Background: an optimization exercise with open tools, aiming at small area, a short achievable clock period and few clock cycles. Do not read the settings as production practice. Only simulation tests tie the RTL to the original design; equivalence was not proved.

`config.mk`:
```
export PLATFORM = sky130hd
export DESIGN_NAME = pass_comparator
export DESIGN_NICKNAME = pass_comparator
export VERILOG_FILES = /design/flow/design.v
export SDC_FILE = /design/flow/constraint.sdc
export NUM_CORES = 4
export LEC_CHECK = 0
export CAP_MARGIN = 20
export CORE_MARGIN = 2
export CORE_UTILIZATION = 40
export SLEW_MARGIN = 20
```
`constraint.sdc`:
```
create_clock -name core_clock -period 70.0 [get_ports {clk}]
set_input_delay 14.0000 -clock core_clock [delete_from_list [all_inputs] [get_ports {clk}]]
set_output_delay 14.0000 -clock core_clock [all_outputs]
set_load 0.01 [all_outputs]
```
`design.v`:
```
module pass_comparator (
    input  wire        clk,
    input  wire        rst,
    input  wire        start,
    input  wire        coded,       
    input  wire [1:0]  trap,        
    input  wire [1:0]  trap_tag,    
    input  wire [7:0]  p_len,       
    input  wire [7:0]  k_len,       
    output wire        ready,
    output wire        rd_en,
    output wire [6:0]  rd_addr,
    input  wire [63:0] p_value,
    input  wire [19:0] p_lii,
    input  wire [1:0]  p_tag,
    input  wire [63:0] k_value,
    input  wire [19:0] k_lii,
    input  wire [1:0]  k_tag,
    output reg         done,
    output reg  [3:0]  verdict,
    output reg  [7:0]  word,
    output reg  [63:0] sig
);
    localparam [1:0] TAG_BITS = 2'd0, TAG_INT = 2'd1, TAG_REAL64 = 2'd2, TAG_REAL32 = 2'd3;
    localparam [3:0] V_PASS       = 4'h0,
                     V_VALUE      = 4'h1,
                     V_CODE       = 4'h2,
                     V_INT_RANGE  = 4'h3,
                     V_REAL_RANGE = 4'h4,
                     V_REAL_NAN   = 4'h5,
                     V_LENGTH     = 4'h6,
                     V_INDEX      = 4'h7,
                     V_CODE_TRAP  = 4'h8,
                     V_RESIDUE    = 4'h9;
    localparam [7:0]  NO_WORD  = 8'hFF;
    localparam [16:0] CODE_A   = 17'd65521;
    localparam [63:0] CRC_POLY = 64'h42F0_E1EB_A9EA_3693;
    localparam [1:0] S_IDLE = 2'd0, S_READ = 2'd1, S_DRAIN = 2'd2;
    reg  [1:0]  state;
    reg  [7:0]  n_words;      
    reg  [7:0]  rd_cnt;       
    reg  [7:0]  chk_idx;      
    reg         chk_valid;    
    reg         full_check;   
    reg  [63:0] crc;
    assign ready   = (state == S_IDLE);
    assign rd_en   = (state == S_READ);
    assign rd_addr = rd_cnt[6:0];
    wire [10:0] p64_exp  = p_value[62:52];
    wire [51:0] p64_frac = p_value[51:0];
    reg  [63:0] enc64;
    reg  [56:0] sub64;
    always @* begin
        sub64 = {p64_frac, 5'b0};
        if (p64_exp == 11'h7FF)
            enc64 = {~p_value[63], p_value[62:0]};                
        else if (p64_exp != 11'd0)
            enc64 = {~p_value[63], p64_exp + 11'd5, p64_frac};
        else if (sub64[56])
            enc64 = {~p_value[63], 11'd5, sub64[55:4]};
        else if (sub64[55])
            enc64 = {~p_value[63], 11'd4, sub64[54:3]};
        else if (sub64[54])
            enc64 = {~p_value[63], 11'd3, sub64[53:2]};
        else if (sub64[53])
            enc64 = {~p_value[63], 11'd2, sub64[52:1]};
        else if (sub64[52])
            enc64 = {~p_value[63], 11'd1, sub64[51:0]};
        else
            enc64 = {~p_value[63], 11'd0, sub64[51:0]};           
    end
    wire [7:0]  p32_exp  = p_value[30:23];
    wire [22:0] p32_frac = p_value[22:0];
    reg  [31:0] enc32;
    reg  [27:0] sub32;
    always @* begin
        sub32 = {p32_frac, 5'b0};
        if (p32_exp == 8'hFF)
            enc32 = {~p_value[31], p_value[30:0]};
        else if (p32_exp != 8'd0)
            enc32 = {~p_value[31], p32_exp + 8'd5, p32_frac};
        else if (sub32[27])
            enc32 = {~p_value[31], 8'd5, sub32[26:4]};
        else if (sub32[26])
            enc32 = {~p_value[31], 8'd4, sub32[25:3]};
        else if (sub32[25])
            enc32 = {~p_value[31], 8'd3, sub32[24:2]};
        else if (sub32[24])
            enc32 = {~p_value[31], 8'd2, sub32[23:1]};
        else if (sub32[23])
            enc32 = {~p_value[31], 8'd1, sub32[22:0]};
        else
            enc32 = {~p_value[31], 8'd0, sub32[22:0]};
    end
    wire [63:0] enc_int = p_value * {47'd0, CODE_A};
    reg [63:0] enc_p;
    always @* begin
        case (p_tag)
            TAG_BITS:   enc_p = ~p_value;
            TAG_INT:    enc_p = enc_int;
            TAG_REAL64: enc_p = enc64;
            default:    enc_p = {32'd0, enc32};
        endcase
    end
    wire int_out_of_range = !((p_value[63:47] == 17'd0) ||
                              ((&p_value[63:47]) && (p_value[46:0] != 47'd0)));
    wire [63:0] k_mag     = k_value[63] ? (~k_value + 64'd1) : k_value;
    wire [16:0] k_rem     = k_mag % CODE_A;
    wire        k_not_code = (k_rem != 17'd0);
    wire p64_nan  = (p_value[62:52] == 11'h7FF) && (p_value[51:0] != 52'd0);
    wire k64_nan  = (k_value[62:52] == 11'h7FF) && (k_value[51:0] != 52'd0);
    wire p64_over = (p_value[62:52] != 11'h7FF) && (p_value[62:52] >= 11'd2042);
    wire p32_nan  = (p_value[30:23] == 8'hFF) && (p_value[22:0] != 23'd0);
    wire k32_nan  = (k_value[30:23] == 8'hFF) && (k_value[22:0] != 23'd0);
    wire p32_over = ((p_value[30:23] != 8'hFF) && (p_value[30:23] >= 8'd250))
                    || (p_value[63:32] != 32'd0);
    reg [3:0] word_verdict;
    always @* begin
        word_verdict = V_PASS;
        if (p_lii != k_lii || p_tag != k_tag)
            word_verdict = V_INDEX;
        else if (p_tag == TAG_INT && int_out_of_range)
            word_verdict = V_INT_RANGE;
        else if (p_tag == TAG_INT && k_not_code)
            word_verdict = V_CODE;
        else if (p_tag == TAG_REAL64 && (p64_nan || k64_nan))
            word_verdict = V_REAL_NAN;
        else if (p_tag == TAG_REAL64 && p64_over)
            word_verdict = V_REAL_RANGE;
        else if (p_tag == TAG_REAL32 && (p32_nan || k32_nan))
            word_verdict = V_REAL_NAN;
        else if (p_tag == TAG_REAL32 && p32_over)
            word_verdict = V_REAL_RANGE;
        else if (k_value != enc_p)
            word_verdict = V_VALUE;
    end
    reg [63:0] crc_next;
    integer b, i;
    always @* begin
        crc_next = crc;
        for (b = 0; b < 8; b = b + 1) begin
            for (i = 7; i >= 0; i = i - 1) begin
                if (crc_next[63] ^ p_value[8*b + i])
                    crc_next = {crc_next[62:0], 1'b0} ^ CRC_POLY;
                else
                    crc_next = {crc_next[62:0], 1'b0};
            end
        end
    end
    wire last_check = chk_valid && (chk_idx + 8'd1 == n_words);
    wire mismatch   = chk_valid && full_check && (word_verdict != V_PASS);
    always @(posedge clk) begin
        if (rst) begin
            state      <= S_IDLE;
            done       <= 1'b0;
            verdict    <= V_PASS;
            word       <= NO_WORD;
            sig        <= 64'd0;
            chk_valid  <= 1'b0;
            n_words    <= 8'd0;
            rd_cnt     <= 8'd0;
            chk_idx    <= 8'd0;
            full_check <= 1'b0;
            crc        <= 64'hFFFF_FFFF_FFFF_FFFF;
        end else begin
            done <= 1'b0;
            case (state)
                S_IDLE: begin
                    chk_valid <= 1'b0;
                    if (start) begin
                        n_words    <= p_len;
                        full_check <= coded;
                        rd_cnt     <= 8'd0;
                        chk_idx    <= 8'd0;
                        crc        <= 64'hFFFF_FFFF_FFFF_FFFF;
                        if (trap != 2'd0) begin
                            done <= 1'b1;
                            word <= NO_WORD;
                            sig  <= 64'd0;
                            case (trap)
                                2'd1:    verdict <= V_CODE_TRAP;
                                2'd2:    verdict <= (trap_tag == TAG_INT) ? V_INT_RANGE : V_REAL_RANGE;
                                default: verdict <= V_RESIDUE;
                            endcase
                        end else if (coded && p_len != k_len) begin
                            done    <= 1'b1;
                            verdict <= V_LENGTH;
                            word    <= NO_WORD;
                            sig     <= 64'd0;
                        end else if (p_len == 8'd0) begin
                            done    <= 1'b1;
                            verdict <= V_PASS;
                            word    <= NO_WORD;
                            sig     <= 64'd0;
                        end else begin
                            state <= S_READ;
                        end
                    end
                end
                S_READ, S_DRAIN: begin
                    if (state == S_READ) begin
                        rd_cnt    <= rd_cnt + 8'd1;
                        chk_valid <= 1'b1;
                        chk_idx   <= rd_cnt;
                        if (rd_cnt + 8'd1 == n_words)
                            state <= S_DRAIN;
                    end else begin
                        chk_valid <= 1'b0;
                    end
                    if (chk_valid) begin
                        crc <= crc_next;
                        if (mismatch) begin
                            done      <= 1'b1;
                            verdict   <= word_verdict;
                            word      <= chk_idx;
                            sig       <= 64'd0;
                            chk_valid <= 1'b0;
                            state     <= S_IDLE;
                        end else if (last_check) begin
                            done      <= 1'b1;
                            verdict   <= V_PASS;
                            word      <= NO_WORD;
                            sig       <= ~crc_next;
                            chk_valid <= 1'b0;
                            state     <= S_IDLE;
                        end
                    end
                end
                default: state <= S_IDLE;
            endcase
        end
    end
endmodule
```
`run.sh`:
```
#!/bin/bash
# synth_recipe.tcl (not shown) runs the flow's synth.tcl, then flattens the netlist and writes it again
# the make line also repeats each setting of config.mk as NAME=value (left out here)
make -C /OpenROAD-flow-scripts/flow DESIGN_CONFIG=/design/flow/config.mk WORK_HOME=/design/flow/orfs CLKGATE_MAP_FILE= SYNTH_SCRIPT=/design/flow/synth_recipe.tcl finish
```
==> summary.txt <==
Clock network
  – Clk root buf: clkbuf_16
  – Clock sink total: 169
  – CTS Hold Bufs: 0
  – Max Root-Sink Buffers: 2
  – Htree depth: 4
  – Clock Pin Slew Worst Setup and Hold Paths: 0.07 ns
  – Clock Latency Late Sink: 0.46 ns
  – CTS tree: built
  – CTS Buf Count: 17

Setup path
  – Data required, critical path: 70.34 ns
  – Slowest cell delay on critical path: 0.72 ns
  – Reg2reg end: crc[55]
  – Crit path arrival time: 68.20 ns
  – CP most frequent cell: buf_4
  – Worst setup EP type: flip-flop
  – CP max-delay cell: or4_4
  – Critical Path Start Type: input pin
  – FF-to-FF Start: crc[59]
  – CP Class: input pin to flip-flop
  – Worst reg2reg path depth: 45
  – Largest fanout on the critical path: 14

Synthesis
  – Synth Instances: 8805
  – Syn_nets: 9693
  – Distinct cells, synth: 221
  – Post-synth EDFFs: 0
  – Ys async rst share: 0
  – Cell taking the most area after synthesis: xnor2_1
  – Post-Syn Area: 0.0725 sq mm
  – Synth area leaders: xnor2_1, fa_1, ha_1, dfxtp_1, xor2_1
  – Mapped Avg Cell Area: 8.23 sq um
  – Synth Warn #: 1
  – Sequential share of the synthesized area: 0.0467
  – Yosys top cell area share: 0.146
  – Most frequent cell after synthesis: xnor2_1
  – Main synth FF type: dfxtp_1
  – Post-synthesis register bit count: 169
  – List of most frequent post-synthesis cells: xnor2_1, nand2_1, nor2_1

Drt
  – DR DRC count: 0
  – First drt pass iteration count: 6
  – Post-Route M1 WL: 117000 microns
  – Highest Signal Layer: met5
  – 1st-iter DRT viols: 6316
  – Avg WL per Cell: 23.6 microns
  – Metal3 WL: 16800 microns
  – DRT Wirelength: 273000 microns
  – DR vias/cell: 6.15
  – Routed wl met2: 128000 microns
  – Routed Antenna Nets: 0
  – Via count: 71200

Floorplanning
  – Die area: 0.185 sq mm
  – CORE AREA: 0.180 sq mm
  – Die width: 430 microns
  – Die H: 430 microns
  – Initial Util: 0.402
  – Site Rows: 156
  – I/O Pins: 282

Min path
  – Worst hold start: sig[18]
  – Hold Path Depth: 1
  – Worst min path class: flip-flop to flip-flop
  – Hold path endpoint: sig[18]

Placed design
  – RePlAce Congestion: 0.985
  – Port bufs: 281
  – Final HPWL DP: 225000 microns

STA
  – Measured slew at the worst slew-check pin: 1.26 ns
  – Min cycle time layout: 67.87 ns
  – Endpoints failing setup: 0
  – Final clock skew: 0.0226 ns
  – Fmax: 14.7 MHz
  – Fin. Hold Viols: 0
  – Final period utilization: 0.970
  – Slew Limit Headroom: 0.154
  – Final Max Tran Viols: 0

Global routing
  – Initial antenna violation count: 37
  – First-pass GRT wire length: 418000 microns
  – Grt total ovfl: 0
  – GRT Resource Usage Total: 0.284
  – Vias in the first global route: 68600
  – Pin count of the biggest net entering global routing: 109

Layout
  – Sequential Area: 0.00338 sq mm
  – Fin nets: 10100
  – Area of the multi-input gates: 0.0656 sq mm
  – Filler instances: 18200
  – Area Growth Syn to Fin: 11.7%
  – Final Util: 0.449
  – Proportion of layout cells with a drive suffix above 1: 0.187

Run status
  – Status: finished clean

Run
  – Total of max-cap violations: 0
## cell families after synthesis
kind of cell	share of synthesized area
mux	0.0187
compound gates	0.276
flops	0.0467
fa+ha+maj	0.165
xor+xnor	0.203
simple gates	0.225
buf+inv	0.0653
## critical path: cells and delay by family
family | cells | cell delay, ns
AND/OR/NAND/NOR | 72 | 25.18
AO/OA/AOI/OAI | 75 | 21.46
buffers and inverters | 20 | 4.36
multiplexers | 7 | 2.04
XOR/XNOR | 3 | 1.02
## worst max-delay path by stage
stage                            from  slack (ns)  depth (start not counted)         end
final                     k_value[32]        2.13                        177  verdict[3]
after global routing       k_value[0]       -0.23                        185     sig[63]
after CTS                  k_value[0]        0.01                        171     sig[63]
after detailed placement   k_value[0]       -1.04                        169     sig[20]
after global placement     k_value[0]       -0.16                        172     sig[63]
after floorplan            k_value[0]        5.21                        183      sig[8]
## per-stage QoR
step	worst slack, ns	area (sq um)	TNS [ns]	cells	hold WS (ns)
floorplan	5.21	72500	0	8805	0.469
CTS	0.0147	79200	0	11500	0.472
finish	2.13	81000	0	11600	0.470
detailed placement	-1.04	78500	-76.86	11400	0.448
global route	-0.234	81000	-14.19	11600	0.485
global placement	-0.157	78500	-8.19	11400	0.449
## metal layers
metal  global-route usage  vias to the layer above
li1                     -                    32900
met1                0.380                    35000
met2                0.468                     2780
met3               0.0276                      498
met4                0.111                       22
met5                    0                        -
## layout make-up
class / count / area share
well taps: 2370 / 0.0366
clock inverters: 15 / 0.00236
flip-flops and latches: 169 / 0.0418
clock buffers: 17 / 0.00525
inverters: 544 / 0.0254
diodes: 25 / 0.000773
multi-input cells: 7707 / 0.811
repair buffers: 729 / 0.0770
## registers in the layout, indices dropped and copies added (netlist names)
name	count
crc	64
full_check	1
sig	64
word	8
chk_idx	8
n_words	8
done	1
chk_valid	1
verdict	4
rd_cnt	8
state	2
## cells in the final DEF, fill, tap and decap left out, drive strengths merged, types with 270 or more instances in the layout
master         instances
buf                  457
ha                   272
xor2                 370
nand2                609
inv                  532
o21ai                351
clkdlybuf4s50        270
nand3                270
fa                   420
nor2                 572
a21oi                430
xnor2               1245
## what timing repair did
action / 4_1_cts / 5_1_grt
setup endpoints to repair: 80 / 80
pin swaps: 2 / 42
buffers inserted: 2 / 67
resized for setup: 12 / 200
Testbench counts, summed over its fixed seeds: cycles 28,053.

==> port drivers added, routing unchanged <==
Ports are ideal in the flow. The routed layout listed here was re-timed in OpenROAD.
Step 1: set_driving_cell puts a clkbuf_16 on clk and a buf_2 on each other input, an assumption about the parent block.
Step 2 adds t to the input delays and takes it off the output delays; t is the mean of the earliest and latest rising clock arrival at the registers after step 1. Input paths then give back, and output paths get back, about the clock's delay inside the block.
Three values: ideal, step 1, step 2; two values: the first two.
t (ns): 0.494
slack for setup (ns): 2.132 / 2.157 / 1.663
worst hold slack (ns): 0.470 / 0.470 / 0.470
clock arrival spread, ns: 0.022 / 0.023
pins driven straight from the clock port: 1
After both steps this run still meets setup and hold. For this run, drivers alone change the setup slack by +0.025 ns; drivers and shift together by -0.469 ns.
